Background: an optimization exercise with open tools, aiming at small area and a short achievable clock period. Do not read the settings as production practice. In this exercise RTL edits were held to simulation tests only and were not proved equivalent to the original.

==> run a: inputs <==
## cmp_blend
module cmp_blend (
    input  wire        clk,
    input  wire        rst,
    input  wire        in_valid,
    input  wire [15:0] in_d_r,      
    input  wire [15:0] in_d_g,
    input  wire [15:0] in_d_b,
    input  wire [15:0] in_d_a,
    input  wire [15:0] in_c_r,      
    input  wire [15:0] in_c_g,
    input  wire [15:0] in_c_b,
    input  wire [15:0] in_apx,      
    input  wire [15:0] in_ga,       
    input  wire [15:0] in_ks,       
    input  wire        in_premul,   
    input  wire [15:0] in_key_lo0,  
    input  wire [15:0] in_key_lo1,
    input  wire [15:0] in_key_lo2,
    input  wire [15:0] in_key_hi0,
    input  wire [15:0] in_key_hi1,
    input  wire [15:0] in_key_hi2,
    input  wire [2:0]  in_key_use,
    input  wire        in_key_inv,
    input  wire [15:0] in_key_soft,
    output reg         out_valid,
    output reg  [15:0] out_d_r,     
    output reg  [15:0] out_d_g,
    output reg  [15:0] out_d_b,
    output reg  [15:0] out_d_a,
    output reg  [3:0]  out_sat      
);
    localparam [15:0] ONE = 16'h3C00;
    reg        v0_q;
    reg [15:0] d_r, d_g, d_b, d_a, c_r, c_g, c_b, apx, ga, ks;
  ...
==> module f16_prnd, before the edit <==
module f16_prnd #(
    parameter NA = 11,
    parameter NB = 11
) (
    input  wire                sign,
    input  wire                zero,
    input  wire [NA+NB-1:0]    p,
    input  wire [4:0]          lz,
    input  wire signed [7:0]   w,
    input  wire [4:0]          shs,
    output wire [15:0]         y,
    output wire                ovf
);
    localparam integer N = NA + NB;
    wire       wp  = ~w[7];                         
    wire [4:0] shn = (N - 12) - lz;
    wire [4:0] sh  = wp ? shn : shs;
    reg top;
    integer i;
    always @* begin
        top = 1'b0;
        for (i = 0; i < N; i = i + 1)
            if (lz == i) top = p[N-1-i];
    end
    wire extra = top & wp;
    wire [N:0] q;
    wire       stq;
    f16_shr #(.W(N + 1), .SW(5)) u_sh (.x({p, 1'b0}), .sh(sh), .q(q), .st(stq));
    wire [10:0] n   = extra ? q[12:2] : q[11:1];
    wire        rb  = extra ? q[1] : q[0];
    wire        st  = stq | (extra & q[0]);
    wire        inc = rb & (st | n[0]);
    wire [5:0]  e0  = wp ? (w[5:0] + {5'd0, extra}) : 6'd0;
    wire [16:0] pat = {1'b0, e0, 10'd0} + {6'd0, n} + {16'd0, inc};
    assign ovf = ~zero & (pat[16:10] >= 7'd31);
    assign y   = zero ? {sign, 15'd0} : ovf ? {sign, 15'h7BFF} : {sign, pat[14:0]};
endmodule
==> module f16_add, before the edit <==
module f16_add #(
    parameter FAST = 1
) (
    input  wire [15:0] a,
    input  wire [15:0] b,
    output wire [15:0] y,
    output wire        ovf
);
    wire swap;
    generate
        if (FAST) begin : cf
            assign swap = b[14:0] > a[14:0];
        end else begin : cs
            wire [14:0] dd;
            wire        co;
            f16_rca #(.W(15)) u_cmp (.a(a[14:0]), .b(~b[14:0]), .ci(1'b1), .s(dd), .co(co));
            assign swap = ~co;
        end
    endgenerate
    wire [15:0] big = swap ? b : a;
    wire [15:0] sml = swap ? a : b;
    wire        zg = big[14:10] == 5'd0;
    wire        zs = sml[14:10] == 5'd0;
    wire [4:0]  eg = {big[14:11], big[10] | zg};
    wire [4:0]  es = {sml[14:11], sml[10] | zs};
    wire [10:0] mg = {~zg, big[9:0]};
    wire [10:0] ms = {~zs, sml[9:0]};
    wire [4:0]  d  = eg - es;
    wire [3:0]  dc = (d > 5'd14) ? 4'd15 : d[3:0];
    wire [13:0] ms_sh;
    wire        stk;
    f16_shr #(.W(14), .SW(4)) u_al (.x({ms, 3'b000}), .sh(dc), .q(ms_sh), .st(stk));
    wire [14:0] al   = {1'b0, ms_sh[13:1], ms_sh[0] | stk};
    wire [14:0] mg_x = {1'b0, mg, 3'b000};
    wire        sb = big[15] ^ sml[15];
    wire [14:0] sum;
    generate
        if (FAST) begin : af
            assign sum = mg_x + (al ^ {15{sb}}) + {14'd0, sb};
        end else begin : as
            wire co;
            f16_rca #(.W(15)) u_sum (.a(mg_x), .b(al ^ {15{sb}}), .ci(sb), .s(sum), .co(co));
        end
    endgenerate
    wire zsum = sum == 15'd0;
    wire sgn  = zsum ? (a[15] & b[15]) : big[15];
    wire [3:0]  lz;
    f16_lzc #(.W(15), .LW(4)) u_lz (.v(sum), .n(lz));
    wire [3:0]  t  = ({1'b0, lz} > eg) ? eg[3:0] : lz;
    wire [14:0] sn = sum << t;
    wire [4:0]  e0 = eg - {1'b0, t};
    wire [10:0] n   = sn[14:4];
    wire        inc = sn[3] & ((|sn[2:0]) | n[0]);
    wire [15:0] pat = {1'b0, e0, 10'd0} + {5'd0, n} + {15'd0, inc};
    assign ovf = ~zsum & (pat[15:10] >= 6'd31);
    assign y   = zsum ? {sgn, 15'd0} : ovf ? {sgn, 15'h7BFF} : {sgn, pat[14:0]};
endmodule
==> module cmp_dkey, before the edit <==
module cmp_dkey (
    input  wire [15:0] v0,
    input  wire [15:0] v1,
    input  wire [15:0] v2,
    input  wire [15:0] lo0,
    input  wire [15:0] lo1,
    input  wire [15:0] lo2,
    input  wire [15:0] hi0,
    input  wire [15:0] hi1,
    input  wire [15:0] hi2,
    input  wire [2:0]  use_c,
    input  wire        invert,
    input  wire [15:0] key_soft,
    output wire [8:0]  k
);
    wire [15:0] d0, d1, d2;
    cmp_kdist u_k0 (.v(v0), .lo(lo0), .hi(hi0), .en(use_c[0]), .d(d0));
    cmp_kdist u_k1 (.v(v1), .lo(lo1), .hi(hi1), .en(use_c[1]), .d(d1));
    cmp_kdist u_k2 (.v(v2), .lo(lo2), .hi(hi2), .en(use_c[2]), .d(d2));
    wire g10 = d1 > d0;
    wire g20 = d2 > d0;
    wire g21 = d2 > d1;
    wire [15:0] dmax = (~g10 & ~g20) ? d0 : (g10 & ~g21) ? d1 : d2;
    wire [16:0] r0 = {1'b0, key_soft} - {1'b0, dmax};
    wire [15:0] rem [0:8];
    wire [7:0]  q;
    assign rem[0] = r0[15:0];
    genvar i;
    generate
        for (i = 0; i < 8; i = i + 1) begin : div
            wire [16:0] r2   = {rem[i], 1'b0};
            wire [17:0] diff = {1'b0, r2} - {2'b00, key_soft};
            assign q[7-i]    = ~diff[17];
            assign rem[i+1]  = diff[17] ? r2[15:0] : diff[15:0];
        end
    endgenerate
    wire       dz = dmax == 16'd0;
    wire       ge = r0[16] | (r0[15:0] == 16'd0);
    wire [8:0] m  = dz ? 9'd256 : ge ? 9'd0 : {1'b0, q};
    assign k = (use_c == 3'b000) ? 9'd256 : invert ? (9'd256 - m) : m;
endmodule
==> module cmp_kdist, before the edit <==
module cmp_kdist (
    input  wire [15:0] v,
    input  wire [15:0] lo,
    input  wire [15:0] hi,
    input  wire        en,
    output wire [15:0] d
);
    wire [16:0] x  = {1'b0, lo} - {1'b0, v};        
    wire [16:0] z  = {1'b0, v} - {1'b0, hi};        
    wire        lt = ~x[16] & (x[15:0] != 16'd0);   
    wire        gt = ~z[16] & (z[15:0] != 16'd0);   
    assign d = ~en ? 16'd0 : lt ? x[15:0] : gt ? z[15:0] : 16'd0;
endmodule
==> module f16_mul, before the edit <==
module f16_mul #(
    parameter FAST  = 1,
    parameter BNORM = 0
) (
    input  wire [15:0] a,
    input  wire [15:0] b,
    output wire [15:0] y,
    output wire        ovf
);
    wire        za   = a[14:10] == 5'd0;
    wire        zb   = b[14:10] == 5'd0;
    wire [4:0]  ea   = {a[14:11], a[10] | za};
    wire [4:0]  eb   = {b[14:11], b[10] | zb};
    wire [10:0] ma   = {~za, a[9:0]};
    wire [10:0] mb   = {~zb, b[9:0]};
    wire        zero = (a[14:0] == 15'd0) | (b[14:0] == 15'd0);
    wire [21:0] p;
    f16_umul #(.NA(11), .NB(11), .FAST(FAST)) u_mul (.a(ma), .b(mb), .p(p));
    wire [3:0] lza, lzb;
    f16_lzc #(.W(11), .LW(4)) u_lza (.v(ma), .n(lza));
    generate
        if (BNORM) begin : bn
            assign lzb = 4'd0;
        end else begin : bs
            f16_lzc #(.W(11), .LW(4)) u_lzb (.v(mb), .n(lzb));
        end
    endgenerate
    wire [4:0] lz = {1'b0, lza} + {1'b0, lzb};
    wire [5:0] es = {1'b0, ea} + {1'b0, eb};
    wire signed [7:0] w = $signed({2'd0, es}) - $signed({3'd0, lz}) - 8'sd16;
    wire [4:0] shs = 5'd26 - es[4:0];
    f16_prnd #(.NA(11), .NB(11)) u_rnd (
        .sign(a[15] ^ b[15]), .zero(zero), .p(p), .lz(lz), .w(w), .shs(shs),
        .y(y), .ovf(ovf)
    );
endmodule
clock: 125.0 ns
lec_check: 0
abc_area: 1
cap_margin: 20
core_margin: 2
core_utilization: 55
slew_margin: 20
run.sh (not shown) runs the stock make flow with config.mk's settings and CLKGATE_MAP_FILE= SYNTH_SCRIPT=/design/flow/synth_recipe.tcl, a recipe that flattens the netlist after the stock synthesis.
==> run b: changes against run a <==
--- a/flow/design.v
+++ b/flow/design.v
@@ -94,10 +94,10 @@
     wire        rb  = extra ? q[1] : q[0];
     wire        st  = stq | (extra & q[0]);
     wire        inc = rb & (st | n[0]);
-    wire [5:0]  e0  = wp ? (w[5:0] + {5'd0, extra}) : 6'd0;
+    wire [5:0]  e0  = (wp & ~zero) ? (w[5:0] + {5'd0, extra}) : 6'd0;    
     wire [16:0] pat = {1'b0, e0, 10'd0} + {6'd0, n} + {16'd0, inc};
-    assign ovf = ~zero & (pat[16:10] >= 7'd31);
-    assign y   = zero ? {sign, 15'd0} : ovf ? {sign, 15'h7BFF} : {sign, pat[14:0]};
+    assign ovf = pat[16:10] >= 7'd31;
+    assign y   = {sign, ovf ? 15'h7BFF : pat[14:0]};
 endmodule
 module f16_umul #(
     parameter NA   = 11,
@@ -250,12 +250,12 @@
     f16_lzc #(.W(15), .LW(4)) u_lz (.v(sum), .n(lz));
     wire [3:0]  t  = ({1'b0, lz} > eg) ? eg[3:0] : lz;
     wire [14:0] sn = sum << t;
-    wire [4:0]  e0 = eg - {1'b0, t};
+    wire [4:0]  e0 = zsum ? 5'd0 : eg - {1'b0, t};    
     wire [10:0] n   = sn[14:4];
     wire        inc = sn[3] & ((|sn[2:0]) | n[0]);
     wire [15:0] pat = {1'b0, e0, 10'd0} + {5'd0, n} + {15'd0, inc};
-    assign ovf = ~zsum & (pat[15:10] >= 6'd31);
-    assign y   = zsum ? {sgn, 15'd0} : ovf ? {sgn, 15'h7BFF} : {sgn, pat[14:0]};
+    assign ovf = pat[15:10] >= 6'd31;
+    assign y   = {sgn, ovf ? 15'h7BFF : pat[14:0]};
 endmodule
 module cmp_dkey (
     input  wire [15:0] v0,
@@ -272,30 +272,44 @@
     input  wire [15:0] key_soft,
     output wire [8:0]  k
 );
-    wire [15:0] d0, d1, d2;
-    cmp_kdist u_k0 (.v(v0), .lo(lo0), .hi(hi0), .en(use_c[0]), .d(d0));
-    cmp_kdist u_k1 (.v(v1), .lo(lo1), .hi(hi1), .en(use_c[1]), .d(d1));
-    cmp_kdist u_k2 (.v(v2), .lo(lo2), .hi(hi2), .en(use_c[2]), .d(d2));
-    wire g10 = d1 > d0;
-    wire g20 = d2 > d0;
-    wire g21 = d2 > d1;
-    wire [15:0] dmax = (~g10 & ~g20) ? d0 : (g10 & ~g21) ? d1 : d2;
-    wire [16:0] r0 = {1'b0, key_soft} - {1'b0, dmax};
-    wire [15:0] rem [0:8];
-    wire [7:0]  q;
-    assign rem[0] = r0[15:0];
+    wire [15:0] m0, m1, m2;
+    wire        nz0, nz1, nz2;
+    cmp_kdist u_k0 (.v(v0), .lo(lo0), .hi(hi0), .en(use_c[0]), .nz(nz0), .dm1(m0));
+    cmp_kdist u_k1 (.v(v1), .lo(lo1), .hi(hi1), .en(use_c[1]), .nz(nz1), .dm1(m1));
+    cmp_kdist u_k2 (.v(v2), .lo(lo2), .hi(hi2), .en(use_c[2]), .nz(nz2), .dm1(m2));
+    wire [16:0] x0 = {nz0, m0};
+    wire [16:0] x1 = {nz1, m1};
+    wire [16:0] x2 = {nz2, m2};
+    wire g10 = x1 > x0;
+    wire g20 = x2 > x0;
+    wire g21 = x2 > x1;
+    wire [16:0] xm = (~g10 & ~g20) ? x0 : (g10 & ~g21) ? x1 : x2;
+    wire        dz = ~xm[16];
+    wire [15:0] dm = xm[15:0];
+    wire [16:0] sd = {1'b0, key_soft} + {1'b0, ~dm};
+    wire        ge = ~sd[16] | (sd[15:0] == 16'd0);
+    wire [17:0] s1 = {2'b00, key_soft};
+    wire [17:0] s2 = {1'b0, key_soft, 1'b0};
+    wire [17:0] s3 = s1 + s2;
+    wire [15:0] rem [0:4];
+    wire [7:0]  qn;
+    assign rem[0] = dm;
     genvar i;
     generate
-        for (i = 0; i < 8; i = i + 1) begin : div
-            wire [16:0] r2   = {rem[i], 1'b0};
-            wire [17:0] diff = {1'b0, r2} - {2'b00, key_soft};
-            assign q[7-i]    = ~diff[17];
-            assign rem[i+1]  = diff[17] ? r2[15:0] : diff[15:0];
+        for (i = 0; i < 4; i = i + 1) begin : div
+            wire [17:0] r4 = {rem[i], 2'b11};
+            wire [18:0] e1 = {1'b0, r4} - {1'b0, s1};
+            wire [18:0] e2 = {1'b0, r4} - {1'b0, s2};
+            wire [18:0] e3 = {1'b0, r4} - {1'b0, s3};
+            wire        c1 = ~e1[18];
+            wire        c2 = ~e2[18];
+            wire        c3 = ~e3[18];
+            assign qn[7-2*i] = c2;
+            assign qn[6-2*i] = c3 | (c1 & ~c2);
+            assign rem[i+1]  = c3 ? e3[15:0] : c2 ? e2[15:0] : c1 ? e1[15:0] : r4[15:0];
         end
     endgenerate
-    wire       dz = dmax == 16'd0;
-    wire       ge = r0[16] | (r0[15:0] == 16'd0);
-    wire [8:0] m  = dz ? 9'd256 : ge ? 9'd0 : {1'b0, q};
+    wire [8:0] m = dz ? 9'd256 : ge ? 9'd0 : {1'b0, ~qn};
     assign k = (use_c == 3'b000) ? 9'd256 : invert ? (9'd256 - m) : m;
 endmodule
 module cmp_kdist (
@@ -303,13 +317,15 @@
     input  wire [15:0] lo,
     input  wire [15:0] hi,
     input  wire        en,
-    output wire [15:0] d
+    output wire        nz,
+    output wire [15:0] dm1
 );
-    wire [16:0] x  = {1'b0, lo} - {1'b0, v};        
-    wire [16:0] z  = {1'b0, v} - {1'b0, hi};        
-    wire        lt = ~x[16] & (x[15:0] != 16'd0);   
-    wire        gt = ~z[16] & (z[15:0] != 16'd0);   
-    assign d = ~en ? 16'd0 : lt ? x[15:0] : gt ? z[15:0] : 16'd0;
+    wire [16:0] x  = {1'b0, lo} + {1'b0, ~v};       
+    wire [16:0] z  = {1'b0, v} + {1'b0, ~hi};       
+    wire        lt = x[16];
+    wire        gt = z[16];
+    assign nz  = en & (lt | gt);
+    assign dm1 = ~en ? 16'd0 : lt ? x[15:0] : gt ? z[15:0] : 16'd0;
 endmodule
 module cmp_blend (
     input  wire        clk,
==> run c: changes against run a <==
--- a/flow/design.v
+++ b/flow/design.v
@@ -79,25 +79,18 @@
     wire       wp  = ~w[7];                         
     wire [4:0] shn = (N - 12) - lz;
     wire [4:0] sh  = wp ? shn : shs;
-    reg top;
-    integer i;
-    always @* begin
-        top = 1'b0;
-        for (i = 0; i < N; i = i + 1)
-            if (lz == i) top = p[N-1-i];
-    end
-    wire extra = top & wp;
     wire [N:0] q;
     wire       stq;
     f16_shr #(.W(N + 1), .SW(5)) u_sh (.x({p, 1'b0}), .sh(sh), .q(q), .st(stq));
+    wire extra = q[12] & wp;
     wire [10:0] n   = extra ? q[12:2] : q[11:1];
     wire        rb  = extra ? q[1] : q[0];
     wire        st  = stq | (extra & q[0]);
     wire        inc = rb & (st | n[0]);
-    wire [5:0]  e0  = wp ? (w[5:0] + {5'd0, extra}) : 6'd0;
+    wire [5:0]  e0  = (wp & ~zero) ? (w[5:0] + {5'd0, extra}) : 6'd0;    
     wire [16:0] pat = {1'b0, e0, 10'd0} + {6'd0, n} + {16'd0, inc};
-    assign ovf = ~zero & (pat[16:10] >= 7'd31);
-    assign y   = zero ? {sign, 15'd0} : ovf ? {sign, 15'h7BFF} : {sign, pat[14:0]};
+    assign ovf = pat[16:10] >= 7'd31;
+    assign y   = {sign, ovf ? 15'h7BFF : pat[14:0]};
 endmodule
 module f16_umul #(
     parameter NA   = 11,
@@ -164,7 +157,7 @@
             f16_lzc #(.W(11), .LW(4)) u_lzb (.v(mb), .n(lzb));
         end
     endgenerate
-    wire [4:0] lz = {1'b0, lza} + {1'b0, lzb};
+    wire [4:0] lz = {1'b0, lza | lzb};
     wire [5:0] es = {1'b0, ea} + {1'b0, eb};
     wire signed [7:0] w = $signed({2'd0, es}) - $signed({3'd0, lz}) - 8'sd16;
     wire [4:0] shs = 5'd26 - es[4:0];
@@ -250,12 +243,12 @@
     f16_lzc #(.W(15), .LW(4)) u_lz (.v(sum), .n(lz));
     wire [3:0]  t  = ({1'b0, lz} > eg) ? eg[3:0] : lz;
     wire [14:0] sn = sum << t;
-    wire [4:0]  e0 = eg - {1'b0, t};
+    wire [4:0]  e0 = zsum ? 5'd0 : eg - {1'b0, t};    
     wire [10:0] n   = sn[14:4];
     wire        inc = sn[3] & ((|sn[2:0]) | n[0]);
     wire [15:0] pat = {1'b0, e0, 10'd0} + {5'd0, n} + {15'd0, inc};
-    assign ovf = ~zsum & (pat[15:10] >= 6'd31);
-    assign y   = zsum ? {sgn, 15'd0} : ovf ? {sgn, 15'h7BFF} : {sgn, pat[14:0]};
+    assign ovf = pat[15:10] >= 6'd31;
+    assign y   = {sgn, ovf ? 15'h7BFF : pat[14:0]};
 endmodule
 module cmp_dkey (
     input  wire [15:0] v0,
@@ -272,30 +265,44 @@
     input  wire [15:0] key_soft,
     output wire [8:0]  k
 );
-    wire [15:0] d0, d1, d2;
-    cmp_kdist u_k0 (.v(v0), .lo(lo0), .hi(hi0), .en(use_c[0]), .d(d0));
-    cmp_kdist u_k1 (.v(v1), .lo(lo1), .hi(hi1), .en(use_c[1]), .d(d1));
-    cmp_kdist u_k2 (.v(v2), .lo(lo2), .hi(hi2), .en(use_c[2]), .d(d2));
-    wire g10 = d1 > d0;
-    wire g20 = d2 > d0;
-    wire g21 = d2 > d1;
-    wire [15:0] dmax = (~g10 & ~g20) ? d0 : (g10 & ~g21) ? d1 : d2;
-    wire [16:0] r0 = {1'b0, key_soft} - {1'b0, dmax};
-    wire [15:0] rem [0:8];
-    wire [7:0]  q;
-    assign rem[0] = r0[15:0];
+    wire [15:0] m0, m1, m2;
+    wire        nz0, nz1, nz2;
+    cmp_kdist u_k0 (.v(v0), .lo(lo0), .hi(hi0), .en(use_c[0]), .nz(nz0), .dm1(m0));
+    cmp_kdist u_k1 (.v(v1), .lo(lo1), .hi(hi1), .en(use_c[1]), .nz(nz1), .dm1(m1));
+    cmp_kdist u_k2 (.v(v2), .lo(lo2), .hi(hi2), .en(use_c[2]), .nz(nz2), .dm1(m2));
+    wire [16:0] x0 = {nz0, m0};
+    wire [16:0] x1 = {nz1, m1};
+    wire [16:0] x2 = {nz2, m2};
+    wire g10 = x1 > x0;
+    wire g20 = x2 > x0;
+    wire g21 = x2 > x1;
+    wire [16:0] xm = (~g10 & ~g20) ? x0 : (g10 & ~g21) ? x1 : x2;
+    wire        dz = ~xm[16];
+    wire [15:0] dm = xm[15:0];
+    wire [16:0] sd = {1'b0, key_soft} + {1'b0, ~dm};
+    wire        ge = ~sd[16] | (sd[15:0] == 16'd0);
+    wire [17:0] s1 = {2'b00, key_soft};
+    wire [17:0] s2 = {1'b0, key_soft, 1'b0};
+    wire [17:0] s3 = s1 + s2;
+    wire [15:0] rem [0:4];
+    wire [7:0]  qn;
+    assign rem[0] = dm;
     genvar i;
     generate
-        for (i = 0; i < 8; i = i + 1) begin : div
-            wire [16:0] r2   = {rem[i], 1'b0};
-            wire [17:0] diff = {1'b0, r2} - {2'b00, key_soft};
-            assign q[7-i]    = ~diff[17];
-            assign rem[i+1]  = diff[17] ? r2[15:0] : diff[15:0];
+        for (i = 0; i < 4; i = i + 1) begin : div
+            wire [17:0] r4 = {rem[i], 2'b11};
+            wire [18:0] e1 = {1'b0, r4} - {1'b0, s1};
+            wire [18:0] e2 = {1'b0, r4} - {1'b0, s2};
+            wire [18:0] e3 = {1'b0, r4} - {1'b0, s3};
+            wire        c1 = ~e1[18];
+            wire        c2 = ~e2[18];
+            wire        c3 = ~e3[18];
+            assign qn[7-2*i] = c2;
+            assign qn[6-2*i] = c3 | (c1 & ~c2);
+            assign rem[i+1]  = c3 ? e3[15:0] : c2 ? e2[15:0] : c1 ? e1[15:0] : r4[15:0];
         end
     endgenerate
-    wire       dz = dmax == 16'd0;
-    wire       ge = r0[16] | (r0[15:0] == 16'd0);
-    wire [8:0] m  = dz ? 9'd256 : ge ? 9'd0 : {1'b0, q};
+    wire [8:0] m = dz ? 9'd256 : ge ? 9'd0 : {1'b0, ~qn};
     assign k = (use_c == 3'b000) ? 9'd256 : invert ? (9'd256 - m) : m;
 endmodule
 module cmp_kdist (
@@ -303,13 +310,15 @@
     input  wire [15:0] lo,
     input  wire [15:0] hi,
     input  wire        en,
-    output wire [15:0] d
+    output wire        nz,
+    output wire [15:0] dm1
 );
-    wire [16:0] x  = {1'b0, lo} - {1'b0, v};        
-    wire [16:0] z  = {1'b0, v} - {1'b0, hi};        
-    wire        lt = ~x[16] & (x[15:0] != 16'd0);   
-    wire        gt = ~z[16] & (z[15:0] != 16'd0);   
-    assign d = ~en ? 16'd0 : lt ? x[15:0] : gt ? z[15:0] : 16'd0;
+    wire [16:0] x  = {1'b0, lo} + {1'b0, ~v};       
+    wire [16:0] z  = {1'b0, v} + {1'b0, ~hi};       
+    wire        lt = x[16];
+    wire        gt = z[16];
+    assign nz  = en & (lt | gt);
+    assign dm1 = ~en ? 16'd0 : lt ? x[15:0] : gt ? z[15:0] : 16'd0;
 endmodule
 module cmp_blend (
     input  wire        clk,
==> flow/flow/run.sh (new file) <==
#!/bin/bash
# The standard layout (standard.sh) with two changes:
#  - synthesis maps the logic with ABC's area-only standard-cell mapping
#    (two rounds of map -a, in abc_area.script) in place of ORFS's abc_area.script;
#    the registers, and every other synthesis step, are the standard ones;
#  - every input and output port still gets its own buffer, but a plain
#    buf_1 rather than the delay cell buffer_ports picks by default.
set -euo pipefail
here=$(pwd)
ports="BUFFER_PORTS_ARGS=-buffer_cell sky130_fd_sc_hd__buf_1"
rm -rf "$here/abc_scripts"
cp -r "$FLOW_HOME/scripts" "$here/abc_scripts"
cp "$here/flow/abc_area.script" "$here/abc_scripts/abc_area.script"
bash "$here/standard.sh" SCRIPTS_DIR="$here/abc_scripts" "$ports" synth > "$here/synth.log" 2>&1
bash "$here/standard.sh" "$ports" > "$here/layout.log" 2>&1
==> flow/flow/abc_area.script (new file) <==
strash
dch
map -a
strash
dch
map -a
topo
stime -c
buffer -c
upsize -c
dnsize -c
==> flow/standard.sh (new file) <==
#!/bin/bash
# synth_recipe.tcl (not shown) runs the flow's synth.tcl, then flattens the netlist and writes it again
# the make line also repeats each setting of config.mk as NAME=value (left out here)
make -C /OpenROAD-flow-scripts/flow DESIGN_CONFIG=/design/flow/config.mk WORK_HOME=/design/flow/orfs CLKGATE_MAP_FILE= SYNTH_SCRIPT=/design/flow/synth_recipe.tcl "${@:-finish}"
--- a/flow/config.mk
+++ b/flow/config.mk
@@ -8,5 +8,7 @@
 export ABC_AREA = 1
 export CAP_MARGIN = 20
 export CORE_MARGIN = 2
-export CORE_UTILIZATION = 55
+export CORE_UTILIZATION = 65
+export CTS_CLUSTER_DIAMETER = 100
+export CTS_CLUSTER_SIZE = 30
 export SLEW_MARGIN = 20
removed: flow/run.sh
==> summary of the runs <==
- Core utilization, highest first: run c, run a, run b.
- Register-to-register slack: run c > run b > run a.
- Of run c and run b, run c has the higher maximum frequency (gap about 1.7%, measured against run b).
- Routed wire length: run c < run a < run b.
- The highest global-route usage belongs to run c, the lowest to run b.
- Via count: run a > run b > run c.
- Worst hold slack, highest first: run c, run b, run a.
- Flip-flop and latch count is the same in run a and run b.

## port drivers added, routing unchanged
The results above use ideal ports. As a check the final layouts listed here were re-extracted and re-timed, cells and wires unchanged.
Step 1, drivers: a clkbuf_16 drives clk and a buf_2 each remaining input, both assumed.
Step 2 also shifts input and output timing later by t, the mid clock arrival at the registers, as if the neighbouring blocks saw the same clock.
Slacks: ideal ports / drivers / drivers and shift; pairs: ideal ports / drivers.
run | t, ns | setup slack, ns | hold slack, ns | worst data-port slew with drivers (ns) | cell pins on the clock port's net
run a | 0.847 | 96.442 / 96.442 / 96.442 | 0.309 / 0.309 / 0.309 | 0.07 | 1
run b | 0.834 | 98.369 / 98.283 / 99.116 | 0.319 / 0.319 / 0.319 | 0.06 | 1
run c | 0.783 | 98.820 / 98.731 / 99.514 | 0.321 / 0.321 / 0.321 | 0.06 | 1
After both steps setup and hold are still met in every run listed.
